Source: an optimization exercise on an open RTL-to-GDS flow (aim: small area, a short achievable clock period and few clock cycles per item). Production flows keep margins and buffers that such runs may drop. RTL that was checked went through simulation tests only; none was proved equivalent to the original. For run 1, only the layout was checked, not whether the RTL still works. Power and IR drop assume default switching activity.

==> flow/design.v (outline; a module is shown in full before it is edited, if it fits) <==
// module mdu36: 3203 lines
module mdu36 (
    input  wire        clk,
    input  wire        rst,
    input  wire        start,
    input  wire [3:0]  op,
    input  wire        ctm,
    input  wire [35:0] a,
    input  wire [35:0] b,
    input  wire [71:0] c,
    output wire        ready,
    output reg         done,
    output wire [35:0] result,
    output wire [35:0] result_hi,
    output reg         dz,
    output reg         ovf,
    output reg         trap
);
  // ...
==> flow/run.sh <==
#!/bin/bash
# synth_recipe.tcl (not shown) runs the flow's synth.tcl, then flattens the netlist and writes it again
# the make line also repeats each setting of config.mk as NAME=value (left out here)
make -C /OpenROAD-flow-scripts/flow DESIGN_CONFIG=/design/flow/config.mk WORK_HOME=/design/flow/orfs CLKGATE_MAP_FILE= SYNTH_SCRIPT=/design/flow/synth_recipe.tcl finish
==> flow/config.mk <==
export PLATFORM = sky130hd
export DESIGN_NAME = mdu36
export DESIGN_NICKNAME = mdu36
export VERILOG_FILES = /design/flow/design.v
export SDC_FILE = /design/flow/constraint.sdc
export NUM_CORES = 4
export LEC_CHECK = 0
export CAP_MARGIN = 20
export CORE_MARGIN = 2
export CORE_UTILIZATION = 40
export SETUP_SLACK_MARGIN = 4
export SLEW_MARGIN = 20
==> flow/constraint.sdc <==
create_clock -name core_clock -period 13.0 [get_ports {clk}]
set_input_delay 2.6000 -clock core_clock [delete_from_list [all_inputs] [get_ports {clk}]]
set_output_delay 2.6000 -clock core_clock [all_outputs]
set_load 0.01 [all_outputs]
==> summary.md, run 1 <==
| Metric | Value |
|---|---|
| Vias in the first global route | 67613 |
| Commonest non-fill, non-tap cells in the layout | 1116 x inv_1, 876 x xnor2_1, 727 x fa_1, 650 x a22oi_1, 456 x nor2_1 |
| Worst Max-Slew Pin Slew | 1.219 ns |
| Placed inst area | 72590 um2 |
| Non-clk invs | 1137 |
| Final Hold Vio Count | 0 |
| Mux share of post-synthesis cell area | 0.01380 |
| Placer Congestion | 1.036 |
| CP endpoint kind | flip-flop |
| Setup WS post-layout | 4.005 ns |
| Layout Nets | 9818 |
| Yosys reg bits | 285 |
| Top cell category | multi-input gates |
| Met1 GRT Util | 0.4428 |
| Drt total wl | 334.9 mm |
| CTS tree | done |
| Top post-synthesis cells by count | 1126 x inv_1, 879 x xnor2_1, 731 x fa_1 |
| Clk cell area share | 0.01636 |
| Commonest non-fill, non-tap cell in the layout | inv_1 |
| Post-synthesis net count | 9819 |
| Top post-synthesis cells by area | fa_1 21%, xnor2_1 11%, ha_1 8.5% |
| Final core utilization | 0.4557 |
| TritonRoute pass-1 iters | 9 |
| Status | finished clean |
| Final setup fails | 0 |
| CTS sink cnt | 285 |
| Int Pwr | 8.817 mW |
| Crit path kind | flip-flop to flip-flop |
| Clock power share | 0.056 |
| Yosys cell types | 91 |
| Critical-path top delay cell | o41a_4 |
| Register Area | 7057 um2 |
==> run 2, diff against run 1 <==
--- a/flow/design.v
+++ b/flow/design.v
@@ -1387,160 +1387,16 @@
     wire fs1322;
     wire fc1323;
     wire fs1324;
     wire fc1325;
     wire fs1326;
     wire fc1327;
     wire fs1328;
     wire fc1329;
-    wire hs1330;
-    wire hc1331;
-    wire hs1332;
-    wire hc1333;
-    wire fs1334;
-    wire fc1335;
-    wire fs1336;
-    wire fc1337;
-    wire fs1338;
-    wire fc1339;
-    wire fs1340;
-    wire fc1341;
-    wire fs1342;
-    wire fc1343;
-    wire fs1344;
-    wire fc1345;
-    wire fs1346;
-    wire fc1347;
-    wire fs1348;
-    wire fc1349;
-    wire fs1350;
-    wire fc1351;
-    wire fs1352;
-    wire fc1353;
-    wire fs1354;
-    wire fc1355;
-    wire fs1356;
-    wire fc1357;
-    wire fs1358;
-    wire fc1359;
-    wire fs1360;
-    wire fc1361;
-    wire fs1362;
-    wire fc1363;
-    wire fs1364;
-    wire fc1365;
-    wire fs1366;
-    wire fc1367;
-    wire fs1368;
-    wire fc1369;
-    wire fs1370;
-    wire fc1371;
-    wire fs1372;
-    wire fc1373;
-    wire fs1374;
-    wire fc1375;
-    wire fs1376;
-    wire fc1377;
-    wire fs1378;
-    wire fc1379;
-    wire fs1380;
-    wire fc1381;
-    wire fs1382;
-    wire fc1383;
-    wire fs1384;
-    wire fc1385;
-    wire fs1386;
-    wire fc1387;
-    wire fs1388;
-    wire fc1389;
-    wire fs1390;
-    wire fc1391;
-    wire fs1392;
-    wire fc1393;
-    wire fs1394;
-    wire fc1395;
-    wire fs1396;
-    wire fc1397;
-    wire fs1398;
-    wire fc1399;
-    wire fs1400;
-    wire fc1401;
-    wire fs1402;
-    wire fc1403;
-    wire fs1404;
-    wire fc1405;
-    wire fs1406;
-    wire fc1407;
-    wire fs1408;
-    wire fc1409;
-    wire fs1410;
-    wire fc1411;
-    wire fs1412;
-    wire fc1413;
-    wire fs1414;
-    wire fc1415;
-    wire fs1416;
-    wire fc1417;
-    wire fs1418;
-    wire fc1419;
-    wire fs1420;
-    wire fc1421;
-    wire fs1422;
-    wire fc1423;
-    wire fs1424;
-    wire fc1425;
-    wire fs1426;
-    wire fc1427;
-    wire fs1428;
-    wire fc1429;
-    wire fs1430;
-    wire fc1431;
-    wire fs1432;
-    wire fc1433;
-    wire fs1434;
-    wire fc1435;
-    wire fs1436;
-    wire fc1437;
-    wire fs1438;
-    wire fc1439;
-    wire fs1440;
-    wire fc1441;
-    wire fs1442;
-    wire fc1443;
-    wire fs1444;
-    wire fc1445;
-    wire fs1446;
-    wire fc1447;
-    wire fs1448;
-    wire fc1449;
-    wire fs1450;
-    wire fc1451;
-    wire fs1452;
-    wire fc1453;
-    wire fs1454;
-    wire fc1455;
-    wire fs1456;
-    wire fc1457;
-    wire fs1458;
-    wire fc1459;
-    wire fs1460;
-    wire fc1461;
-    wire fs1462;
-    wire fc1463;
-    wire fs1464;
-    wire fc1465;
-    wire fs1466;
-    wire fc1467;
-    wire fs1468;
-    wire fc1469;
-    wire fs1470;
-    wire fc1471;
-    wire fs1472;
-    wire fc1473;
     assign hs0 = pp0[34] ^ pp1[32];
     assign hc1 = pp0[34] & pp1[32];
     assign hs2 = pp0[35] ^ pp1[33];
     assign hc3 = pp0[35] & pp1[33];
     assign fs4 = pp0[36] ^ pp1[34] ^ pp2[32];
     assign fc5 = (pp0[36] & pp1[34]) | (pp0[36] & pp2[32]) | (pp1[34] & pp2[32]);
     assign hs6 = pp3[30] ^ pp4[28];
     assign hc7 = pp3[30] & pp4[28];
@@ -2861,169 +2717,30 @@
     assign fs1322 = fc1179 ^ fc1181 ^ fs1182;
     assign fc1323 = (fc1179 & fc1181) | (fc1179 & fs1182) | (fc1181 & fs1182);
     assign fs1324 = fc1183 ^ hc1185 ^ fs1186;
     assign fc1325 = (fc1183 & hc1185) | (fc1183 & fs1186) | (hc1185 & fs1186);
     assign fs1326 = fc1187 ^ hs1188 ^ addend[70];
     assign fc1327 = (fc1187 & hs1188) | (fc1187 & addend[70]) | (hs1188 & addend[70]);
     assign fs1328 = hc1189 ^ ~pp17[37] ^ pp18[35];
     assign fc1329 = (hc1189 & ~pp17[37]) | (hc1189 & pp18[35]) | (~pp17[37] & pp18[35]);
-    assign hs1330 = pp0[0] ^ bneg[0];
-    assign hc1331 = pp0[0] & bneg[0];
-    assign hs1332 = pp0[1] ^ addend[1];
-    assign hc1333 = pp0[1] & addend[1];
-    assign fs1334 = hs1190 ^ bneg[1] ^ addend[2];
-    assign fc1335 = (hs1190 & bneg[1]) | (hs1190 & addend[2]) | (bneg[1] & addend[2]);
-    assign fs1336 = hc1191 ^ hs1192 ^ addend[3];
-    assign fc1337 = (hc1191 & hs1192) | (hc1191 & addend[3]) | (hs1192 & addend[3]);
-    assign fs1338 = hc1193 ^ fs1194 ^ addend[4];
-    assign fc1339 = (hc1193 & fs1194) | (hc1193 & addend[4]) | (fs1194 & addend[4]);
-    assign fs1340 = fc1195 ^ fs1196 ^ addend[5];
-    assign fc1341 = (fc1195 & fs1196) | (fc1195 & addend[5]) | (fs1196 & addend[5]);
-    assign fs1342 = fc1197 ^ fs1198 ^ addend[6];
-    assign fc1343 = (fc1197 & fs1198) | (fc1197 & addend[6]) | (fs1198 & addend[6]);
-    assign fs1344 = fc1199 ^ fs1200 ^ hs940;
-    assign fc1345 = (fc1199 & fs1200) | (fc1199 & hs940) | (fs1200 & hs940);
-    assign fs1346 = fc1201 ^ fs1202 ^ fs944;
-    assign fc1347 = (fc1201 & fs1202) | (fc1201 & fs944) | (fs1202 & fs944);
-    assign fs1348 = fc1203 ^ fs1204 ^ fs948;
-    assign fc1349 = (fc1203 & fs1204) | (fc1203 & fs948) | (fs1204 & fs948);
-    assign fs1350 = fc1205 ^ fs1206 ^ fs952;
-    assign fc1351 = (fc1205 & fs1206) | (fc1205 & fs952) | (fs1206 & fs952);
-    assign fs1352 = fc1207 ^ fs1208 ^ fs956;
-    assign fc1353 = (fc1207 & fs1208) | (fc1207 & fs956) | (fs1208 & fs956);
-    assign fs1354 = fc1209 ^ fs1210 ^ fs960;
-    assign fc1355 = (fc1209 & fs1210) | (fc1209 & fs960) | (fs1210 & fs960);
-    assign fs1356 = fc1211 ^ fs1212 ^ fs964;
-    assign fc1357 = (fc1211 & fs1212) | (fc1211 & fs964) | (fs1212 & fs964);
-    assign fs1358 = fc1213 ^ fs1214 ^ fs968;
-    assign fc1359 = (fc1213 & fs1214) | (fc1213 & fs968) | (fs1214 & fs968);
-    assign fs1360 = fc1215 ^ fs1216 ^ fs972;
-    assign fc1361 = (fc1215 & fs1216) | (fc1215 & fs972) | (fs1216 & fs972);
-    assign fs1362 = fc1217 ^ fs1218 ^ fs976;
-    assign fc1363 = (fc1217 & fs1218) | (fc1217 & fs976) | (fs1218 & fs976);
-    assign fs1364 = fc1219 ^ fs1220 ^ fs980;
-    assign fc1365 = (fc1219 & fs1220) | (fc1219 & fs980) | (fs1220 & fs980);
-    assign fs1366 = fc1221 ^ fs1222 ^ fs984;
-    assign fc1367 = (fc1221 & fs1222) | (fc1221 & fs984) | (fs1222 & fs984);
-    assign fs1368 = fc1223 ^ fs1224 ^ fs988;
-    assign fc1369 = (fc1223 & fs1224) | (fc1223 & fs988) | (fs1224 & fs988);
-    assign fs1370 = fc1225 ^ fs1226 ^ fs992;
-    assign fc1371 = (fc1225 & fs1226) | (fc1225 & fs992) | (fs1226 & fs992);
-    assign fs1372 = fc1227 ^ fs1228 ^ fs996;
-    assign fc1373 = (fc1227 & fs1228) | (fc1227 & fs996) | (fs1228 & fs996);
-    assign fs1374 = fc1229 ^ fs1230 ^ fs1000;
-    assign fc1375 = (fc1229 & fs1230) | (fc1229 & fs1000) | (fs1230 & fs1000);
-    assign fs1376 = fc1231 ^ fs1232 ^ fs1004;
-    assign fc1377 = (fc1231 & fs1232) | (fc1231 & fs1004) | (fs1232 & fs1004);
-    assign fs1378 = fc1233 ^ fs1234 ^ fs1008;
-    assign fc1379 = (fc1233 & fs1234) | (fc1233 & fs1008) | (fs1234 & fs1008);
-    assign fs1380 = fc1235 ^ fs1236 ^ fs1012;
-    assign fc1381 = (fc1235 & fs1236) | (fc1235 & fs1012) | (fs1236 & fs1012);
-    assign fs1382 = fc1237 ^ fs1238 ^ fs1016;
-    assign fc1383 = (fc1237 & fs1238) | (fc1237 & fs1016) | (fs1238 & fs1016);
-    assign fs1384 = fc1239 ^ fs1240 ^ fs1020;
-    assign fc1385 = (fc1239 & fs1240) | (fc1239 & fs1020) | (fs1240 & fs1020);
-    assign fs1386 = fc1241 ^ fs1242 ^ fs1024;
-    assign fc1387 = (fc1241 & fs1242) | (fc1241 & fs1024) | (fs1242 & fs1024);
-    assign fs1388 = fc1243 ^ fs1244 ^ fs1028;
-    assign fc1389 = (fc1243 & fs1244) | (fc1243 & fs1028) | (fs1244 & fs1028);
-    assign fs1390 = fc1245 ^ fs1246 ^ fs1032;
-    assign fc1391 = (fc1245 & fs1246) | (fc1245 & fs1032) | (fs1246 & fs1032);
-    assign fs1392 = fc1247 ^ fs1248 ^ fs1036;
-    assign fc1393 = (fc1247 & fs1248) | (fc1247 & fs1036) | (fs1248 & fs1036);
-    assign fs1394 = fc1249 ^ fs1250 ^ fs1040;
-    assign fc1395 = (fc1249 & fs1250) | (fc1249 & fs1040) | (fs1250 & fs1040);
-    assign fs1396 = fc1251 ^ fs1252 ^ fs1044;
-    assign fc1397 = (fc1251 & fs1252) | (fc1251 & fs1044) | (fs1252 & fs1044);
-    assign fs1398 = fc1253 ^ fs1254 ^ fs1048;
-    assign fc1399 = (fc1253 & fs1254) | (fc1253 & fs1048) | (fs1254 & fs1048);
-    assign fs1400 = fc1255 ^ fs1256 ^ fs1052;
-    assign fc1401 = (fc1255 & fs1256) | (fc1255 & fs1052) | (fs1256 & fs1052);
-    assign fs1402 = fc1257 ^ fs1258 ^ fs1056;
-    assign fc1403 = (fc1257 & fs1258) | (fc1257 & fs1056) | (fs1258 & fs1056);
-    assign fs1404 = fc1259 ^ fs1260 ^ fs1060;
-    assign fc1405 = (fc1259 & fs1260) | (fc1259 & fs1060) | (fs1260 & fs1060);
-    assign fs1406 = fc1261 ^ fs1262 ^ fs1064;
-    assign fc1407 = (fc1261 & fs1262) | (fc1261 & fs1064) | (fs1262 & fs1064);
-    assign fs1408 = fc1263 ^ fs1264 ^ fs1068;
-    assign fc1409 = (fc1263 & fs1264) | (fc1263 & fs1068) | (fs1264 & fs1068);
-    assign fs1410 = fc1265 ^ fs1266 ^ fs1072;
-    assign fc1411 = (fc1265 & fs1266) | (fc1265 & fs1072) | (fs1266 & fs1072);
-    assign fs1412 = fc1267 ^ fs1268 ^ fs1076;
-    assign fc1413 = (fc1267 & fs1268) | (fc1267 & fs1076) | (fs1268 & fs1076);
-    assign fs1414 = fc1269 ^ fs1270 ^ fs1080;
-    assign fc1415 = (fc1269 & fs1270) | (fc1269 & fs1080) | (fs1270 & fs1080);
-    assign fs1416 = fc1271 ^ fs1272 ^ fs1084;
-    assign fc1417 = (fc1271 & fs1272) | (fc1271 & fs1084) | (fs1272 & fs1084);
-    assign fs1418 = fc1273 ^ fs1274 ^ fs1088;
-    assign fc1419 = (fc1273 & fs1274) | (fc1273 & fs1088) | (fs1274 & fs1088);
-    assign fs1420 = fc1275 ^ fs1276 ^ fs1092;
-    assign fc1421 = (fc1275 & fs1276) | (fc1275 & fs1092) | (fs1276 & fs1092);
-    assign fs1422 = fc1277 ^ fs1278 ^ fs1096;
-    assign fc1423 = (fc1277 & fs1278) | (fc1277 & fs1096) | (fs1278 & fs1096);
-    assign fs1424 = fc1279 ^ fs1280 ^ fs1100;
-    assign fc1425 = (fc1279 & fs1280) | (fc1279 & fs1100) | (fs1280 & fs1100);
-    assign fs1426 = fc1281 ^ fs1282 ^ fs1104;
-    assign fc1427 = (fc1281 & fs1282) | (fc1281 & fs1104) | (fs1282 & fs1104);
-    assign fs1428 = fc1283 ^ fs1284 ^ fs1108;
-    assign fc1429 = (fc1283 & fs1284) | (fc1283 & fs1108) | (fs1284 & fs1108);
-    assign fs1430 = fc1285 ^ fs1286 ^ fs1112;
-    assign fc1431 = (fc1285 & fs1286) | (fc1285 & fs1112) | (fs1286 & fs1112);
-    assign fs1432 = fc1287 ^ fs1288 ^ fs1116;
-    assign fc1433 = (fc1287 & fs1288) | (fc1287 & fs1116) | (fs1288 & fs1116);
-    assign fs1434 = fc1289 ^ fs1290 ^ fs1120;
-    assign fc1435 = (fc1289 & fs1290) | (fc1289 & fs1120) | (fs1290 & fs1120);
-    assign fs1436 = fc1291 ^ fs1292 ^ fs1124;
-    assign fc1437 = (fc1291 & fs1292) | (fc1291 & fs1124) | (fs1292 & fs1124);
-    assign fs1438 = fc1293 ^ fs1294 ^ fs1128;
-    assign fc1439 = (fc1293 & fs1294) | (fc1293 & fs1128) | (fs1294 & fs1128);
-    assign fs1440 = fc1295 ^ fs1296 ^ fs1132;
-    assign fc1441 = (fc1295 & fs1296) | (fc1295 & fs1132) | (fs1296 & fs1132);
-    assign fs1442 = fc1297 ^ fs1298 ^ fs1136;
-    assign fc1443 = (fc1297 & fs1298) | (fc1297 & fs1136) | (fs1298 & fs1136);
-    assign fs1444 = fc1299 ^ fs1300 ^ fs1140;
-    assign fc1445 = (fc1299 & fs1300) | (fc1299 & fs1140) | (fs1300 & fs1140);
-    assign fs1446 = fc1301 ^ fs1302 ^ fs1144;
-    assign fc1447 = (fc1301 & fs1302) | (fc1301 & fs1144) | (fs1302 & fs1144);
-    assign fs1448 = fc1303 ^ fs1304 ^ fs1148;
-    assign fc1449 = (fc1303 & fs1304) | (fc1303 & fs1148) | (fs1304 & fs1148);
-    assign fs1450 = fc1305 ^ fs1306 ^ fs1152;
-    assign fc1451 = (fc1305 & fs1306) | (fc1305 & fs1152) | (fs1306 & fs1152);
-    assign fs1452 = fc1307 ^ fs1308 ^ fs1156;
-    assign fc1453 = (fc1307 & fs1308) | (fc1307 & fs1156) | (fs1308 & fs1156);
-    assign fs1454 = fc1309 ^ fs1310 ^ fs1160;
-    assign fc1455 = (fc1309 & fs1310) | (fc1309 & fs1160) | (fs1310 & fs1160);
-    assign fs1456 = fc1311 ^ fs1312 ^ fs1164;
-    assign fc1457 = (fc1311 & fs1312) | (fc1311 & fs1164) | (fs1312 & fs1164);
-    assign fs1458 = fc1313 ^ fs1314 ^ fs1168;
-    assign fc1459 = (fc1313 & fs1314) | (fc1313 & fs1168) | (fs1314 & fs1168);
-    assign fs1460 = fc1315 ^ fs1316 ^ fs1172;
-    assign fc1461 = (fc1315 & fs1316) | (fc1315 & fs1172) | (fs1316 & fs1172);
-    assign fs1462 = fc1317 ^ fs1318 ^ fs1176;
-    assign fc1463 = (fc1317 & fs1318) | (fc1317 & fs1176) | (fs1318 & fs1176);
-    assign fs1464 = fc1319 ^ fs1320 ^ fs1180;
-    assign fc1465 = (fc1319 & fs1320) | (fc1319 & fs1180) | (fs1320 & fs1180);
-    assign fs1466 = fc1321 ^ fs1322 ^ hs1184;
-    assign fc1467 = (fc1321 & fs1322) | (fc1321 & hs1184) | (fs1322 & hs1184);
-    assign fs1468 = fc1323 ^ fs1324 ^ addend[69];
-    assign fc1469 = (fc1323 & fs1324) | (fc1323 & addend[69]) | (fs1324 & addend[69]);
-    assign fs1470 = fc1325 ^ fs1326 ^ 1'b1;
-    assign fc1471 = (fc1325 & fs1326) | (fc1325 & 1'b1) | (fs1326 & 1'b1);
-    assign fs1472 = fc1327 ^ fs1328 ^ addend[71];
-    assign fc1473 = (fc1327 & fs1328) | (fc1327 & addend[71]) | (fs1328 & addend[71]);
-    wire [71:0] cs_s = {fc1471, fc1469, fc1467, fc1465, fc1463, fc1461, fc1459, fc1457, fc1455, fc1453, fc1451, fc1449, fc1447, fc1445, fc1443, fc1441, fc1439, fc1437, fc1435, fc1433, fc1431, fc1429, fc1427, fc1425, fc1423, fc1421, fc1419, fc1417, fc1415, fc1413, fc1411, fc1409, fc1407, fc1405, fc1403, fc1401, fc1399, fc1397, fc1395, fc1393, fc1391, fc1389, fc1387, fc1385, fc1383, fc1381, fc1379, fc1377, fc1375, fc1373, fc1371, fc1369, fc1367, fc1365, fc1363, fc1361, fc1359, fc1357, fc1355, fc1353, fc1351, fc1349, fc1347, fc1345, fc1343, fc1341, fc1339, fc1337, fc1335, hc1333, hc1331, hs1330};
-    wire [71:0] cs_c = {fs1472, fs1470, fs1468, fs1466, fs1464, fs1462, fs1460, fs1458, fs1456, fs1454, fs1452, fs1450, fs1448, fs1446, fs1444, fs1442, fs1440, fs1438, fs1436, fs1434, fs1432, fs1430, fs1428, fs1426, fs1424, fs1422, fs1420, fs1418, fs1416, fs1414, fs1412, fs1410, fs1408, fs1406, fs1404, fs1402, fs1400, fs1398, fs1396, fs1394, fs1392, fs1390, fs1388, fs1386, fs1384, fs1382, fs1380, fs1378, fs1376, fs1374, fs1372, fs1370, fs1368, fs1366, fs1364, fs1362, fs1360, fs1358, fs1356, fs1354, fs1352, fs1350, fs1348, fs1346, fs1344, fs1342, fs1340, fs1338, fs1336, fs1334, hs1332, addend[0]};
+    wire [71:0] cs_s = {fc1327, fc1325, fc1323, fc1321, fc1319, fc1317, fc1315, fc1313, fc1311, fc1309, fc1307, fc1305, fc1303, fc1301, fc1299, fc1297, fc1295, fc1293, fc1291, fc1289, fc1287, fc1285, fc1283, fc1281, fc1279, fc1277, fc1275, fc1273, fc1271, fc1269, fc1267, fc1265, fc1263, fc1261, fc1259, fc1257, fc1255, fc1253, fc1251, fc1249, fc1247, fc1245, fc1243, fc1241, fc1239, fc1237, fc1235, fc1233, fc1231, fc1229, fc1227, fc1225, fc1223, fc1221, fc1219, fc1217, fc1215, fc1213, fc1211, fc1209, fc1207, fc1205, fc1203, fc1201, fc1199, fc1197, fc1195, hc1193, hc1191, hs1190, pp0[1], pp0[0]};
+    wire [71:0] cs_c = {fs1328, fs1326, fs1324, fs1322, fs1320, fs1318, fs1316, fs1314, fs1312, fs1310, fs1308, fs1306, fs1304, fs1302, fs1300, fs1298, fs1296, fs1294, fs1292, fs1290, fs1288, fs1286, fs1284, fs1282, fs1280, fs1278, fs1276, fs1274, fs1272, fs1270, fs1268, fs1266, fs1264, fs1262, fs1260, fs1258, fs1256, fs1254, fs1252, fs1250, fs1248, fs1246, fs1244, fs1242, fs1240, fs1238, fs1236, fs1234, fs1232, fs1230, fs1228, fs1226, fs1224, fs1222, fs1220, fs1218, fs1216, fs1214, fs1212, fs1210, fs1208, fs1206, fs1204, fs1202, fs1200, fs1198, fs1196, fs1194, hs1192, bneg[1], addend[1], bneg[0]};
+    wire [71:0] cs_t = {addend[71], 1'b1, addend[69], hs1184, fs1180, fs1176, fs1172, fs1168, fs1164, fs1160, fs1156, fs1152, fs1148, fs1144, fs1140, fs1136, fs1132, fs1128, fs1124, fs1120, fs1116, fs1112, fs1108, fs1104, fs1100, fs1096, fs1092, fs1088, fs1084, fs1080, fs1076, fs1072, fs1068, fs1064, fs1060, fs1056, fs1052, fs1048, fs1044, fs1040, fs1036, fs1032, fs1028, fs1024, fs1020, fs1016, fs1012, fs1008, fs1004, fs1000, fs996, fs992, fs988, fs984, fs980, fs976, fs972, fs968, fs964, fs960, fs956, fs952, fs948, fs944, hs940, addend[6], addend[5], addend[4], addend[3], addend[2], 1'b0, addend[0]};
     reg  [71:0] ps, pc;
     reg         mq_r, sat_r, mul_r, rem_r, sq_r;
     always @(posedge clk) begin
         ps <= cs_s;
         pc <= cs_c;
+        pt <= cs_t;
     end
-    wire [71:0] psum = ps + pc;
+    reg  [71:0] pt;
+    wire [71:0] f_s = ps ^ pc ^ pt;
+    wire [71:0] f_c = (ps & pc) | (ps & pt) | (pc & pt);
+    wire [71:0] psum = f_s + {f_c[70:0], 1'b0};
     wire        a_neg = in_signed & a[35];
     wire        b_neg = in_signed & b[35];
     wire [35:0] a_mag = a_neg ? (~a + 36'd1) : a;
     wire [35:0] b_mag = b_neg ? (~b + 36'd1) : b;
     wire        bzero = (b == 36'd0);
     wire        in_ovf = in_signed & (a == 36'h800000000) & (b == 36'hFFFFFFFFF);
     function [5:0] lzc36(input [35:0] x);
         integer i;
@@ -3039,52 +2756,52 @@
     wire        kneg = kd[6];
     wire [41:0] b_sh3  = {{(42-39){1'b0}}, b_mag, 3'b000};
     wire [41:0] d_init = b_sh3 << {kd[5:2], 2'b00};
     wire [3:0]  dit    = {1'b0, kd[5:2]} + 4'd1;
     reg  [41:0] sqb;
     reg  [3:0]  sqit;
     always @(*) begin
         case (lza)
-            6'd0: begin sqb = {{(42-1){1'b0}}, 1'b1} << 38; sqit = 4'd5; end
-            6'd1: begin sqb = {{(42-1){1'b0}}, 1'b1} << 38; sqit = 4'd5; end
-            6'd2: begin sqb = {{(42-1){1'b0}}, 1'b1} << 38; sqit = 4'd5; end
-            6'd3: begin sqb = {{(42-1){1'b0}}, 1'b1} << 38; sqit = 4'd5; end
-            6'd4: begin sqb = {{(42-1){1'b0}}, 1'b1} << 30; sqit = 4'd4; end
-            6'd5: begin sqb = {{(42-1){1'b0}}, 1'b1} << 30; sqit = 4'd4; end
-            6'd6: begin sqb = {{(42-1){1'b0}}, 1'b1} << 30; sqit = 4'd4; end
-            6'd7: begin sqb = {{(42-1){1'b0}}, 1'b1} << 30; sqit = 4'd4; end
-            6'd8: begin sqb = {{(42-1){1'b0}}, 1'b1} << 30; sqit = 4'd4; end
-            6'd9: begin sqb = {{(42-1){1'b0}}, 1'b1} << 30; sqit = 4'd4; end
-            6'd10: begin sqb = {{(42-1){1'b0}}, 1'b1} << 30; sqit = 4'd4; end
-            6'd11: begin sqb = {{(42-1){1'b0}}, 1'b1} << 30; sqit = 4'd4; end
-            6'd12: begin sqb = {{(42-1){1'b0}}, 1'b1} << 22; sqit = 4'd3; end
-            6'd13: begin sqb = {{(42-1){1'b0}}, 1'b1} << 22; sqit = 4'd3; end
-            6'd14: begin sqb = {{(42-1){1'b0}}, 1'b1} << 22; sqit = 4'd3; end
-            6'd15: begin sqb = {{(42-1){1'b0}}, 1'b1} << 22; sqit = 4'd3; end
-            6'd16: begin sqb = {{(42-1){1'b0}}, 1'b1} << 22; sqit = 4'd3; end
-            6'd17: begin sqb = {{(42-1){1'b0}}, 1'b1} << 22; sqit = 4'd3; end
-            6'd18: begin sqb = {{(42-1){1'b0}}, 1'b1} << 22; sqit = 4'd3; end
-            6'd19: begin sqb = {{(42-1){1'b0}}, 1'b1} << 22; sqit = 4'd3; end
-            6'd20: begin sqb = {{(42-1){1'b0}}, 1'b1} << 14; sqit = 4'd2; end
-            6'd21: begin sqb = {{(42-1){1'b0}}, 1'b1} << 14; sqit = 4'd2; end
-            6'd22: begin sqb = {{(42-1){1'b0}}, 1'b1} << 14; sqit = 4'd2; end
-            6'd23: begin sqb = {{(42-1){1'b0}}, 1'b1} << 14; sqit = 4'd2; end
-            6'd24: begin sqb = {{(42-1){1'b0}}, 1'b1} << 14; sqit = 4'd2; end
-            6'd25: begin sqb = {{(42-1){1'b0}}, 1'b1} << 14; sqit = 4'd2; end
-            6'd26: begin sqb = {{(42-1){1'b0}}, 1'b1} << 14; sqit = 4'd2; end
-            6'd27: begin sqb = {{(42-1){1'b0}}, 1'b1} << 14; sqit = 4'd2; end
-            6'd28: begin sqb = {{(42-1){1'b0}}, 1'b1} << 6; sqit = 4'd1; end
-            6'd29: begin sqb = {{(42-1){1'b0}}, 1'b1} << 6; sqit = 4'd1; end
-            6'd30: begin sqb = {{(42-1){1'b0}}, 1'b1} << 6; sqit = 4'd1; end
-            6'd31: begin sqb = {{(42-1){1'b0}}, 1'b1} << 6; sqit = 4'd1; end
-            6'd32: begin sqb = {{(42-1){1'b0}}, 1'b1} << 6; sqit = 4'd1; end
-            6'd33: begin sqb = {{(42-1){1'b0}}, 1'b1} << 6; sqit = 4'd1; end
-            6'd34: begin sqb = {{(42-1){1'b0}}, 1'b1} << 6; sqit = 4'd1; end
-            6'd35: begin sqb = {{(42-1){1'b0}}, 1'b1} << 6; sqit = 4'd1; end
+            6'd0: begin sqb = 42'h4000000000; sqit = 4'd5; end
+            6'd1: begin sqb = 42'h4000000000; sqit = 4'd5; end
+            6'd2: begin sqb = 42'h4000000000; sqit = 4'd5; end
+            6'd3: begin sqb = 42'h4000000000; sqit = 4'd5; end
+            6'd4: begin sqb = 42'h40000000; sqit = 4'd4; end
+            6'd5: begin sqb = 42'h40000000; sqit = 4'd4; end
+            6'd6: begin sqb = 42'h40000000; sqit = 4'd4; end
+            6'd7: begin sqb = 42'h40000000; sqit = 4'd4; end
+            6'd8: begin sqb = 42'h40000000; sqit = 4'd4; end
+            6'd9: begin sqb = 42'h40000000; sqit = 4'd4; end
+            6'd10: begin sqb = 42'h40000000; sqit = 4'd4; end
+            6'd11: begin sqb = 42'h40000000; sqit = 4'd4; end
+            6'd12: begin sqb = 42'h400000; sqit = 4'd3; end
+            6'd13: begin sqb = 42'h400000; sqit = 4'd3; end
+            6'd14: begin sqb = 42'h400000; sqit = 4'd3; end
+            6'd15: begin sqb = 42'h400000; sqit = 4'd3; end
+            6'd16: begin sqb = 42'h400000; sqit = 4'd3; end
+            6'd17: begin sqb = 42'h400000; sqit = 4'd3; end
+            6'd18: begin sqb = 42'h400000; sqit = 4'd3; end
+            6'd19: begin sqb = 42'h400000; sqit = 4'd3; end
+            6'd20: begin sqb = 42'h4000; sqit = 4'd2; end
+            6'd21: begin sqb = 42'h4000; sqit = 4'd2; end
+            6'd22: begin sqb = 42'h4000; sqit = 4'd2; end
+            6'd23: begin sqb = 42'h4000; sqit = 4'd2; end
+            6'd24: begin sqb = 42'h4000; sqit = 4'd2; end
+            6'd25: begin sqb = 42'h4000; sqit = 4'd2; end
+            6'd26: begin sqb = 42'h4000; sqit = 4'd2; end
+            6'd27: begin sqb = 42'h4000; sqit = 4'd2; end
+            6'd28: begin sqb = 42'h40; sqit = 4'd1; end
+            6'd29: begin sqb = 42'h40; sqit = 4'd1; end
+            6'd30: begin sqb = 42'h40; sqit = 4'd1; end
+            6'd31: begin sqb = 42'h40; sqit = 4'd1; end
+            6'd32: begin sqb = 42'h40; sqit = 4'd1; end
+            6'd33: begin sqb = 42'h40; sqit = 4'd1; end
+            6'd34: begin sqb = 42'h40; sqit = 4'd1; end
+            6'd35: begin sqb = 42'h40; sqit = 4'd1; end
             6'd36: begin sqb = 42'd0; sqit = 4'd0; end
             default: begin sqb = 42'd0; sqit = 4'd0; end
         endcase
     end
     wire [3:0]  it_init = in_sqrt ? sqit : ((bzero | kneg) ? 4'd0 : dit);
     reg  [35:0] dr;           
     reg  [41:0] dd;           
     reg  [41:0] dq;           
==> flow/config.mk (replaced) <==
export PLATFORM = sky130hd
export DESIGN_NAME = mdu36
export DESIGN_NICKNAME = mdu36
export VERILOG_FILES = /design/flow/design.v
export SDC_FILE = /design/flow/constraint.sdc
export NUM_CORES = 4
export LEC_CHECK = 0
export CAP_MARGIN = 20
export CORE_MARGIN = 2
export CORE_UTILIZATION = 40
export SETUP_SLACK_MARGIN = 3
export SLEW_MARGIN = 20
==> summary.md, run 2 <==
| Metric | Value |
|---|---|
| Final Skew | 0.03409 ns |
| Met2 usage | 0.5589 |
| Cell family with most CP delay | simple AND/OR/NAND/NOR gates |
| Placed inst area | 74010 um2 (+2.0%) |
| Root buffer cell | clkbuf_16 |
| Critical Path RT | 10.40 ns |
| Initial antenna violation count | 19 |
| Main synth FF type | dfxtp_1 |
| Num CTS Buffers | 47 |
| Fin Setup TNS | 0 ns |
| Die Wd | 422.4 um |
| Top-count cell post-synth | xnor2_1 |
| Rows | 153 |
| Slowest cell delay on critical path | 0.90 ns |
| RSZ-0062 raised after global routing | yes |
| Commonest non-fill, non-tap cells in the layout | 876 x xnor2_1, 798 x inv_1, 732 x fa_1, 677 x a22oi_1, 500 x a21oi_1 |
| CTS tree | done |
| Hold WC Path Type | flip-flop to flip-flop |
| Cts hold-fix bufs | 0 |
| DRC viols | 0 |
| Final period util | 0.7835 |
| FFs w/ async S/R, synth | 0 |
| Via density per instance | 6.455 |
| Layout Nets | 9510 (-3.1%) |
| Max Root-Sink Buffers | 3 |
| Mux share of post-synthesis cell area | 0.01770 (+0.003903) |
| LEAKAGE | 31.42 nW |
| Met1 GRT Util | 0.4187 (-0.02412) |
| Vias post-DR | 68015 |
| Die Y | 422.4 um |
| Post-Synth XOR/XNOR Area | 0.1280 |
| Mapped Avg Cell Area | 8.398 um2 |
| Syn Std Cell Area | 70040 um2 |
| Commonest non-fill, non-tap cell in the layout | xnor2_1 |
| Top post-synthesis cells by count | 884 x xnor2_1, 806 x inv_1, 732 x fa_1 |
| Sequence of cells on the critical path | fa_1 -> ha_1 -> nand2_1 -> or3_1 -> nor3_1 -> and3_1 -> nand3_1 -> nor3_2 -> nor2_1 -> o31ai_1 -> xor2_1 -> o221ai_1 -> o21ai_0 -> clkdlybuf4s50_1 |
| Worst Max-Slew Pin Slew | 1.318 ns (+0.09967 ns) |
| Status | finished clean |
| Yosys reg bits | 355 (+25%) |
| Post-Synth Adder-Cell Area | 0.2918 |
| Max-cap viol count | 0 |
| Register Area | 8458 um2 (+20%) |
| Avg WL per Cell | 31.32 um |
| Design Area, Final | 76050 um2 |
| Max IR drop VDD | 0.0003947 V |
| Synth-to-layout area growth | 8.588% |
| Total placed cells including tap cells | 10421 |
| Sequential share of the synthesized area | 0.1208 |
| TritonRoute pass-1 iters | 8 (-1) |
| Core box area | 173800 um2 |
| Layout fillers | 17386 |
| Yosys warns | 1 |
| Largest net degree at the start of global routing | 101 |
| Clk latency of the worst-skew pair | 0.69 ns |
| CTS H-tree lvls | 2 |
| Post-Layout Cell Count | 10536 |
| Post-Synth Simple-Gate Area | 0.1148 |
| Final hold slack | 0.5034 ns |
| Post-synthesis net count | 9686 (-1.4%) |
| Global Route met3 Usage | 0.09647 |
| Total grt overflow | 0 |
| Area leader, netlist | fa_1 |
| Bufs and invs on worst path | 1 |
| Die ar. | 178500 um2 |
| Post-synthesis compound-gate area fraction | 0.2459 |
| Cells after Synth | 8340 |
| First DRT Iteration DRCs | 8472 |
| Yosys cell types | 114 (+25%) |
| Largest regs | pc: 72 flops, ps: 72 flops, pt: 70 flops |
| Post-DP HPWL | 245.7 mm |
| CP Launch Type | flip-flop |
| Power Total | 23.05 mW |
| Share of cells above drive strength 1 | 0.06572 |
| Crit path kind | flip-flop to output port |
| Multi-input logic area | 56340 um2 |
| Drt total wl | 330.0 mm (-1.4%) |
| Top Ports | 229 |
| Top Usage Layer GRT | met2 |
| Port Buffer Count | 228 |
| Slew headroom | 0.1179 |
| Final Hold Vio Count | 0 (unchanged) |
| Critical-path top delay cell | xor2_1 |
| Pwr/cell area | 303.1 nW/um2 |
| Tmin final | 10.19 ns |
| DRT antenna net count | 0 |
| Slew Viols, Final | 0 |
| Top post-synthesis cells by area | fa_1 21%, xnor2_1 11%, ha_1 8.3% |
| First-pass GRT wire length | 474.9 mm |
| GRT Overall Usage | 0.3608 |
| CTS sink cnt | 355 (+25%) |
| Post-synth EDFFs | 135 |
| CP endpoint kind | output port |
| Main combinational cell family by area after synthesis | adder cells |
| Crit-path max FO | 6 |
| Placer Congestion | 1.064 (+2.7%) |
| Vias in the first global route | 67652 (+0.058%) |
| F_max | 0.09818 GHz |
| Yosys top cell area share | 0.2092 |
| CP arrival | 7.59 ns |
| Clk slew on worst S/H paths | 0.07 ns |
| Final setup fails | 0 (unchanged) |
| Initial Util | 0.4029 |
[run 2: repair_timing]
item	4_1_cts	5_1_grt
endpoints found under the setup margin	73	75
cloned	1	4
resized for setup	3	28
pin swaps	0	4
setup buffers	2	9
[run 2: final cells by class]
cell class / instances / area share
Timing Repair inverter: 1 / 0.00006581
Timing Repair Buffer: 426 / 0.04735
Tap cell: 2325 / 0.03825
Sequential cell: 355 / 0.1112
Clock buffer: 53 / 0.01616
Clock inverter: 34 / 0.005117
Antenna cell: 9 / 0.0002961
Multi-Input combinational cell: 6509 / 0.7408
Inverter: 824 / 0.04077
[run 2: metrics by stage]
stage                       util  setup slack (ns)
after global placement    0.4257             2.346
after detailed placement  0.4258             2.177
after global routing      0.4374             3.005
after floorplan                -             3.536
after CTS                 0.4354             3.023
final                     0.4375             2.815
[run 2: worst reg2reg max path, delay by kind of cell (launching register included)]
family | cells | cell delay, ns
compound gates | 16 | 3.91
fa+ha+maj | 4 | 1.64
buf+inv | 5 | 1.33
flops | 1 | 0.41
mux | 1 | 0.26
simple gates | 7 | 1.93
[run 2: layer usage]
metal,vias up,part of all wire
li1,28553,-
met1,33293,0.35
met2,4766,0.44
met3,1387,0.11
met4,16,0.10
met5,-,0.00028
[run 2: worst paths after layout]
kind                            startpoint        end  slack [ns]  cells after the start
worst min-delay path                itc[2]     itc[2]        0.50                      2
worst max-delay path                ps[25]  result[2]        2.81                     14
worst min register to register      itc[2]     itc[2]        0.50                      2
worst max register to register        sq_r     dr[29]        3.27                     33
[run 2: power breakdown]
part / internal (mW) / total, mW / switching (mW)
registers: 1.72 / 2.07 / 0.354
logic: 7.23 / 19.5 / 12.3
clock network: 0.808 / 1.43 / 0.622
total: 9.75 / 23.0 / 13.3
[run 2: logic make-up after synthesis]
kind of cell | after synthesis
flops | 355
fa+ha+maj | 1194
simple gates | 1653
buf+inv | 1479
mux | 118
compound gates | 2518
xor+xnor | 1023
Testbench counts of run 2, summed over its fixed seeds: cycles 24,010, ops 16,000.
==> run 3, diff against run 2 <==
--- a/flow/config.mk
+++ b/flow/config.mk
@@ -8,5 +8,5 @@
 export CAP_MARGIN = 20
 export CORE_MARGIN = 2
 export CORE_UTILIZATION = 40
-export SETUP_SLACK_MARGIN = 3
+export SETUP_SLACK_MARGIN = 5
 export SLEW_MARGIN = 20
==> summary.md, run 3 <==
| Metric | Value |
|---|---|
| Status | finished clean |
| Crit-path max FO | 7 (+1) |
| Syn Std Cell Area | 70040 um2 (unchanged) |
| Layout fillers | 16838 (-3.2%) |
| CP arrival | 9.04 ns (+1.45 ns) |
| Crit path kind | flip-flop to flip-flop |
| Post-synthesis net count | 9686 (unchanged) |
| Die Wd | 422.4 um (unchanged) |
| Slowest cell delay on critical path | 0.51 ns (-0.39 ns) |
| Sequential share of power | 0.079 (-0.011) |
| DRT antenna net count | 0 (unchanged) |
| Tmin final | 8.523 ns (-1.662 ns) |
| Final setup fails | 0 (unchanged) |
| Final Hold Vio Count | 0 (unchanged) |
| Comb pwr share | 0.866 (+0.018) |
| Rows | 153 (unchanged) |
| Via density per instance | 6.523 (+1.0%) |
| CP startpoint | sq_r |
| Fin Setup TNS | 0 ns (unchanged) |
| CP endpoint kind | flip-flop |
| CTS sink cnt | 355 (unchanged) |
| Sequential share of the synthesized area | 0.1208 (unchanged) |
| Setup WS post-layout | 4.477 ns (+1.662 ns) |
| Hold WC Path Type | flip-flop to flip-flop |
| Clock power share | 0.055 (-0.007) |
| WL met2 | 154.3 mm (+6.6%) |
| M1 WL | 121.4 mm (+4.3%) |
| Critical-path top delay cell | fa_1 |
| Commonest non-fill, non-tap cell in the layout | xnor2_1 |
| Core box area | 173800 um2 (unchanged) |
| Layout Nets | 9789 (+2.9%) |
| Max IR drop VDD | 0.0003999 V (+1.3%) |
| Initial antenna violation count | 8 (-11) |
| GRT Overall Usage | 0.3878 (+0.02703) |
| Pwr/cell area | 317.3 nW/um2 (+4.7%) |
| RSZ-0062 raised after global routing | yes |
| Vias post-DR | 70567 (+3.8%) |
| Clk latency of the worst-skew pair | 0.70 ns (about the same) |
| Vias in the first global route | 69612 (+2.9%) |
| Top post-synthesis cells by count | 884 x xnor2_1, 806 x inv_1, 732 x fa_1 |
| Final period util | 0.6556 (-0.1279) |
| Port Buffer Count | 228 (unchanged) |
| Worst Max-Slew Pin Slew | 1.355 ns (+0.03648 ns) |
| Sw Pwr | 14.55 mW (+9.5%) |
| Slew Viols, Final | 0 (unchanged) |
| FFs w/ async S/R, synth | 0 (unchanged) |
| Root buffer cell | clkbuf_16 |
| Top post-synthesis cells by area | fa_1 21%, xnor2_1 11%, ha_1 8.3% |
| Yosys warns | 1 (unchanged) |
| Commonest non-fill, non-tap cells in the layout | 852 x xnor2_1, 794 x inv_1, 721 x fa_1, 660 x a22oi_1, 445 x a21oi_1 |
| F_max | 0.1173 GHz (+20%) |
| Yosys cell types | 114 (unchanged) |
| First DRT Iteration DRCs | 8733 (+3.1%) |
| Top layer in use | met5 |
| Pre-CTS setup slack | 2.413 ns (+0.2364 ns) |
| Avg WL per Cell | 33.22 um (+6.1%) |
| First-pass GRT wire length | 504.4 mm (+6.2%) |
| Largest net degree at the start of global routing | 62 (-39%) |
| Mapped Avg Cell Area | 8.398 um2 (unchanged) |
| Slew headroom | 0.09379 (-0.02413) |
| Max-cap viol count | 0 (unchanged) |
| Clk slew on worst S/H paths | 0.06 ns (about the same) |
| Max Root-Sink Buffers | 3 (unchanged) |
| Cts hold-fix bufs | 0 (unchanged) |
| Share of cells above drive strength 1 | 0.1522 (+0.08651) |
| Total placed cells including tap cells | 10434 (+0.12%) |
| LEAKAGE | 34.05 nW (+8.4%) |
| Area leader, netlist | fa_1 |
| Final Skew | 0.02697 ns (-0.007125 ns) |
| RR Startpoint | sq_r |
| Top-count cell post-synth | xnor2_1 |
| Die ar. | 178500 um2 (unchanged) |
| Post-DP HPWL | 260.1 mm (+5.9%) |
| TritonRoute pass-1 iters | 7 (-1) |
| Detail Route met3 WL | 41.24 mm (+15%) |
| Largest regs | pc: 72 flops, ps: 72 flops, pt: 70 flops |
| DRC viols | 0 (unchanged) |
| HP Start | itc[2] |
| Yosys top cell area share | 0.2092 (unchanged) |
| Synth-to-layout area growth | 17.88% |
| Post-synth EDFFs | 135 (unchanged) |
| Initial Util | 0.4029 (unchanged) |
| Main synth FF type | dfxtp_1 |
| Placer Congestion | 1.154 (+8.4%) |
| CTS tree | done |
| CP Launch Type | flip-flop |
| Critical Path RT | 13.52 ns (+3.12 ns) |
| Yosys reg bits | 355 (unchanged) |
| CTS H-tree lvls | 2 (unchanged) |
| Die Y | 422.4 um (unchanged) |
| Top Ports | 229 (unchanged) |
| Post-Layout Cell Count | 10818 (+2.7%) |
| Switching Fraction | 0.5556 (-0.02119) |
| Num CTS Buffers | 49 (+4.3%) |
| Total grt overflow | 0 (unchanged) |
| Drt total wl | 359.4 mm (+8.9%) |
| Int Pwr | 11.64 mW (+19%) |
| Cells after Synth | 8340 (unchanged) |
-- run 3: cell counts after synthesis --
No cell type changed its count.
-- run 3: cell type report --
| class | instances | area [um2] | area share |
|---|---|---|---|
| clock buffers | 60 | 1350 | 0.01635 |
| flip-flops and latches | 355 | 8468 | 0.1026 |
| clock inverters | 29 | 305.3 | 0.003698 |
| diodes | 12 | 30.03 | 0.0003637 |
| well taps | 2325 | 2909 | 0.03524 |
| repair buffers | 700 | 6585 | 0.07976 |
| repair inverters | 1 | 7.507 | 0.00009093 |
| multi-input cells | 6512 | 59780 | 0.7242 |
| inverters | 824 | 3117 | 0.03775 |
-- run 3: logic make-up after synthesis --
group	synth area share
fa+ha+maj	0.2918
mux	0.01770
simple gates	0.1148
compound gates	0.2459
buf+inv	0.08104
flops	0.1208
xor+xnor	0.1280
-- run 3: timing repair --
| item | in CTS | in global routing |
|---|---|---|
| gates cloned | 18 | 11 |
| gates resized for setup | 458 | 384 |
| pin swaps | 81 | 183 |
| buffers inserted | 141 | 110 |
| endpoints found under the setup margin | 168 | 124 |
-- run 3: power groups by stage --
stage	sequential [mW]	combinational (mW)	clock (mW)
after global placement	2.07	18.6	0
final	2.07	22.7	1.45
after global routing	2.10	23.9	1.48
after CTS	2.05	21.1	1.44
after detailed placement	2.08	18.8	0
after floorplan	1.93	10.9	0
-- run 3: routing by layer --
metal / global-route usage / up-vias
met3: 0.1220 / 1809
met4: 0.3710 / 12
met5: 0 / -
met1: 0.4284 / 34486
li1: - / 29180
met2: 0.5880 / 5080
-- run 3: path summary, 6_finish.rpt --
check | endpoint | slack (ns) | cells after the start
min | itc[2] | 0.51 | 2
min reg2reg | itc[2] | 0.51 | 2
max reg2reg | dd[14] | 4.48 | 41
max | dd[14] | 4.48 | 41
-- run 3: per-stage QoR --
stage          hold WS (ns)  cell area [um2]  utilization  total power [mW]
2_1_floorplan        0.4582            70230            -             12.86
3_3_place_gp         0.4772            74230       0.4271             20.63
3_5_place_dp         0.4984            74240       0.4271             20.86
4_1_cts              0.5070            79670       0.4583             24.60
5_1_grt              0.5362            82530       0.4748             27.49
6_report             0.5109            82560       0.4750             26.20
-- run 3: critical path, delay by kind of cell (launching register included) --
kind	cells	cell delay (ns)
compound gates	16	3.15
fa+ha+maj	6	2.06
buf+inv	12	1.64
flops	1	0.38
mux	2	0.36
simple gates	5	0.75
==> run 4, diff against run 3 <==
--- a/flow/config.mk
+++ b/flow/config.mk
@@ -8,5 +8,5 @@
 export CAP_MARGIN = 20
 export CORE_MARGIN = 2
 export CORE_UTILIZATION = 40
-export SETUP_SLACK_MARGIN = 5
+export SETUP_SLACK_MARGIN = 4.5
 export SLEW_MARGIN = 20
==> summary.md, run 4 <==
| Metric | Value |
|---|---|
| Num CTS Buffers | 49 (unchanged) |
| Max IR drop VDD | 0.0003774 V (-5.6%) |
| Max Root-Sink Buffers | 3 (unchanged) |
| Initial antenna violation count | 19 (+11) |
| Via density per instance | 6.475 (-0.74%) |
| Top Ports | 229 (unchanged) |
| Final Skew | 0.01678 ns (-0.01019 ns) |
| DRC viols | 0 (unchanged) |
| Die ar. | 178500 um2 (unchanged) |
| Drt total wl | 359.0 mm (-0.12%) |
| Layout Nets | 9671 (-1.2%) |
| Core box area | 173800 um2 (unchanged) |
| Final core utilization | 0.4579 (-0.01705) |
| Yosys warns | 1 (unchanged) |
| Area leader, netlist | fa_1 |
| Slew headroom | 0.1674 (+0.07356) |
| Largest net degree at the start of global routing | 58 (-6.5%) |
| Final period util | 0.6553 (about the same) |
| Worst Max-Slew Pin Slew | 1.236 ns (-0.1188 ns) |
| Largest regs | pc: 72 flops, ps: 72 flops, pt: 70 flops |
| Pwr/cell area | 304.6 nW/um2 (-4.0%) |
| Fin Setup TNS | 0 ns (unchanged) |
| Detail Route met3 WL | 36.70 mm (-11%) |
| Cells after Synth | 8340 (unchanged) |
| Commonest non-fill, non-tap cell in the layout | xnor2_1 |
| First DRT Iteration DRCs | 8891 (+1.8%) |
| M1 WL | 125.2 mm (+3.2%) |
| CTS H-tree lvls | 2 (unchanged) |
| Final Hold Vio Count | 0 (unchanged) |
| Yosys top cell area share | 0.2092 (unchanged) |
| LEAKAGE | 32.89 nW (-3.4%) |
| Avg WL per Cell | 33.56 um (+1.0%) |
| Post-DP HPWL | 269.9 mm (+3.8%) |
| FFs w/ async S/R, synth | 0 (unchanged) |
| Top-count cell post-synth | xnor2_1 |
| Final setup fails | 0 (unchanged) |
| Die Y | 422.4 um (unchanged) |
| Crit path kind | flip-flop to output port |
| GRT Overall Usage | 0.3916 (+0.003749) |
| Status | finished clean |
| RSZ-0062 raised after global routing | yes |
| F_max | 0.1174 GHz (about the same) |
| Port Buffer Count | 228 (unchanged) |
| CTS tree | done |
| Initial Util | 0.4029 (unchanged) |
| Sequential share of the synthesized area | 0.1208 (unchanged) |
| Power Total | 24.24 mW (-7.5%) |
| Rows | 153 (unchanged) |
| Total grt overflow | 0 (unchanged) |
| Hold WC Path Type | flip-flop to flip-flop |
| CP arrival | 5.92 ns (-3.12 ns) |
| Tmin final | 8.519 ns (-0.003770 ns) |
| Mapped Avg Cell Area | 8.398 um2 (unchanged) |
| Clk slew on worst S/H paths | 0.06 ns (about the same) |
| DRT antenna net count | 0 (unchanged) |
| WL met2 | 155.6 mm (+0.84%) |
| Die Wd | 422.4 um (unchanged) |
| Post-synthesis net count | 9686 (unchanged) |
| Clk latency of the worst-skew pair | 0.68 ns (-0.02 ns) |
| Commonest non-fill, non-tap cells in the layout | 856 x xnor2_1, 797 x inv_1, 725 x fa_1, 676 x a22oi_1, 472 x a21oi_1 |
| Share of cells above drive strength 1 | 0.1158 (-0.03646) |
| Synth-to-layout area growth | 13.65% |
| First-pass GRT wire length | 507.2 mm (+0.55%) |
| TritonRoute pass-1 iters | 7 (unchanged) |
| Placer Congestion | 1.151 (-0.24%) |
| Yosys cell types | 114 (unchanged) |
| Critical Path RT | 10.40 ns (-3.12 ns) |
| CP Launch Type | flip-flop |
| Top post-synthesis cells by count | 884 x xnor2_1, 806 x inv_1, 732 x fa_1 |
| CP endpoint kind | output port |
| Main synth FF type | dfxtp_1 |
| Crit-path max FO | 3 (-4) |
| Vias post-DR | 69248 (-1.9%) |
| Syn Std Cell Area | 70040 um2 (unchanged) |
| Top post-synthesis cells by area | fa_1 21%, xnor2_1 11%, ha_1 8.3% |
| Vias in the first global route | 69026 (-0.84%) |
| Yosys reg bits | 355 (unchanged) |
| Max-cap viol count | 0 (unchanged) |
| Post-synth EDFFs | 135 (unchanged) |
| Slew Viols, Final | 0 (unchanged) |
| Top layer in use | met5 |
| Root buffer cell | clkbuf_16 |
| CTS sink cnt | 355 (unchanged) |
[run 4: cell types whose count changed in the layout (fill, tap and decap cells not counted), sizes merged, moves of 3 or more]
cell / change
clkbuf: -12
dlymetal6s2s: -11
diode: -4
clkinvlp: +4
dlygate4sd2: -6
clkinv: -6
buf: -109
bufinv: +3
clkdlybuf4s50: +18
[run 4: layout make-up]
type / count / area (um2)
Antenna cell: 8 / 20.02
Clock buffer: 59 / 1326
Clock inverter: 29 / 371.6
Fill cell: 17206 / 94230
Inverter: 824 / 3115
Multi-Input combinational cell: 6511 / 58150
Sequential cell: 355 / 8461
Tap cell: 2325 / 2909
Timing Repair Buffer: 583 / 5231
Timing Repair inverter: 1 / 7.507
[run 4: kinds of logic (layout without fill, tap and decap cells)]
group | count (synthesis) | in the layout | synth area share
compound gates | 2518 | 2519 | 0.2459
simple gates | 1653 | 1656 | 0.1148
buf+inv | 1479 | 1496 | 0.08104
fa+ha+maj | 1194 | 1194 | 0.2918
xor+xnor | 1023 | 1024 | 0.1280
flops | 355 | 355 | 0.1208
mux | 118 | 118 | 0.01770
other cells | 0 | 8 | 0
[run 4: per-stage QoR]
stage / cell area (um2) / hold WS, ns / setup slack, ns / cells
final: 79590 / 0.5066 / 4.481 / 10695
after global routing: 79580 / 0.5327 / 4.432 / 10688
after CTS: 78130 / 0.4969 / 4.453 / 10629
after detailed placement: 74290 / 0.4882 / 1.982 / 10444
after global placement: 74250 / 0.4901 / 1.947 / 10442
after floorplan: 70120 / 0.4582 / 4.504 / 8340
[run 4: final timing paths]
kind | start | to | slack [ns] | depth (start not counted)
worst min register to register | itc[2] | itc[2] | 0.51 | 2
worst max-delay path | pt[3] | result[13] | 4.48 | 14
worst min-delay path | itc[2] | itc[2] | 0.51 | 2
worst max register to register | sq_r | dr[27] | 4.52 | 39
[run 4: routing by layer]
layer / up-vias / global-route usage
met5: - / 0
met2: 4718 / 0.6010
li1: 28929 / -
met3: 1608 / 0.1036
met4: 6 / 0.3606
met1: 33987 / 0.4441
[run 4: worst max-delay path, cell delays in order, from the launching register on]
cell	delay [ns]
dfxtp_1	0.50
fa_1	0.48
ha_1	0.35
a21oi_2	0.09
o2111a_1	0.27
o22ai_1	0.33
a221oi_2	0.10
buf_4	0.17
nor3b_2	0.34
o211ai_4	0.19
o21ai_1	0.40
xor2_2	0.65
o221ai_1	0.28
o21ai_0	0.41
clkdlybuf4s50_1	0.70
[run 4: timing repair]
action | CTS | global route
buffers inserted | 83 | 55
pin swaps | 33 | 62
hold buffers | 0 | 0
cloned | 14 | 2
setup endpoints to repair | 134 | 116
gates resized for setup | 268 | 203
[run 4: where the power goes]
group	total, mW	internal, mW	switching (mW)
logic	20.7	7.95	12.7
clock network	1.49	0.869	0.620
registers	2.07	1.72	0.351

## separate check: timing with driven ports
How much do the figures lean on ideal ports? The routed layouts below were timed once more, with nothing changed but the port constraints. Step 1: set_driving_cell puts a clkbuf_16 on clk and a buf_2 on each other input, an assumption about the parent block. Step 2, shift: input delay + t, output delay - t, t = (earliest + latest rising clock arrival at the registers) / 2. This alone moves slack from input paths to output paths. Three values: no drivers, after step 1, after step 2; two values: the first two.
run | t, ns | setup WS [ns] | worst setup path after step 2 | clock arrival spread, ns | slew at the worst register clock pin (ns)
run 1 | 0.665 | 4.005 / 4.005 / 3.545 | input to register | 0.049 / 0.049 | 0.07 / 0.07
run 2 | 0.752 | 2.815 / 2.733 / 2.780 | input to register | 0.040 / 0.041 | 0.07 / 0.07
run 3 | 0.768 | 4.477 / 4.477 / 4.337 | input to register | 0.053 / 0.053 | 0.07 / 0.07
run 4 | 0.753 | 4.481 / 4.392 / 3.977 | input to register | 0.040 / 0.040 | 0.07 / 0.07
After both steps setup and hold are still met in every run listed. The setup slack of run 4, which loses most, moves by -0.089 ns with the drivers and by -0.504 ns with both steps.
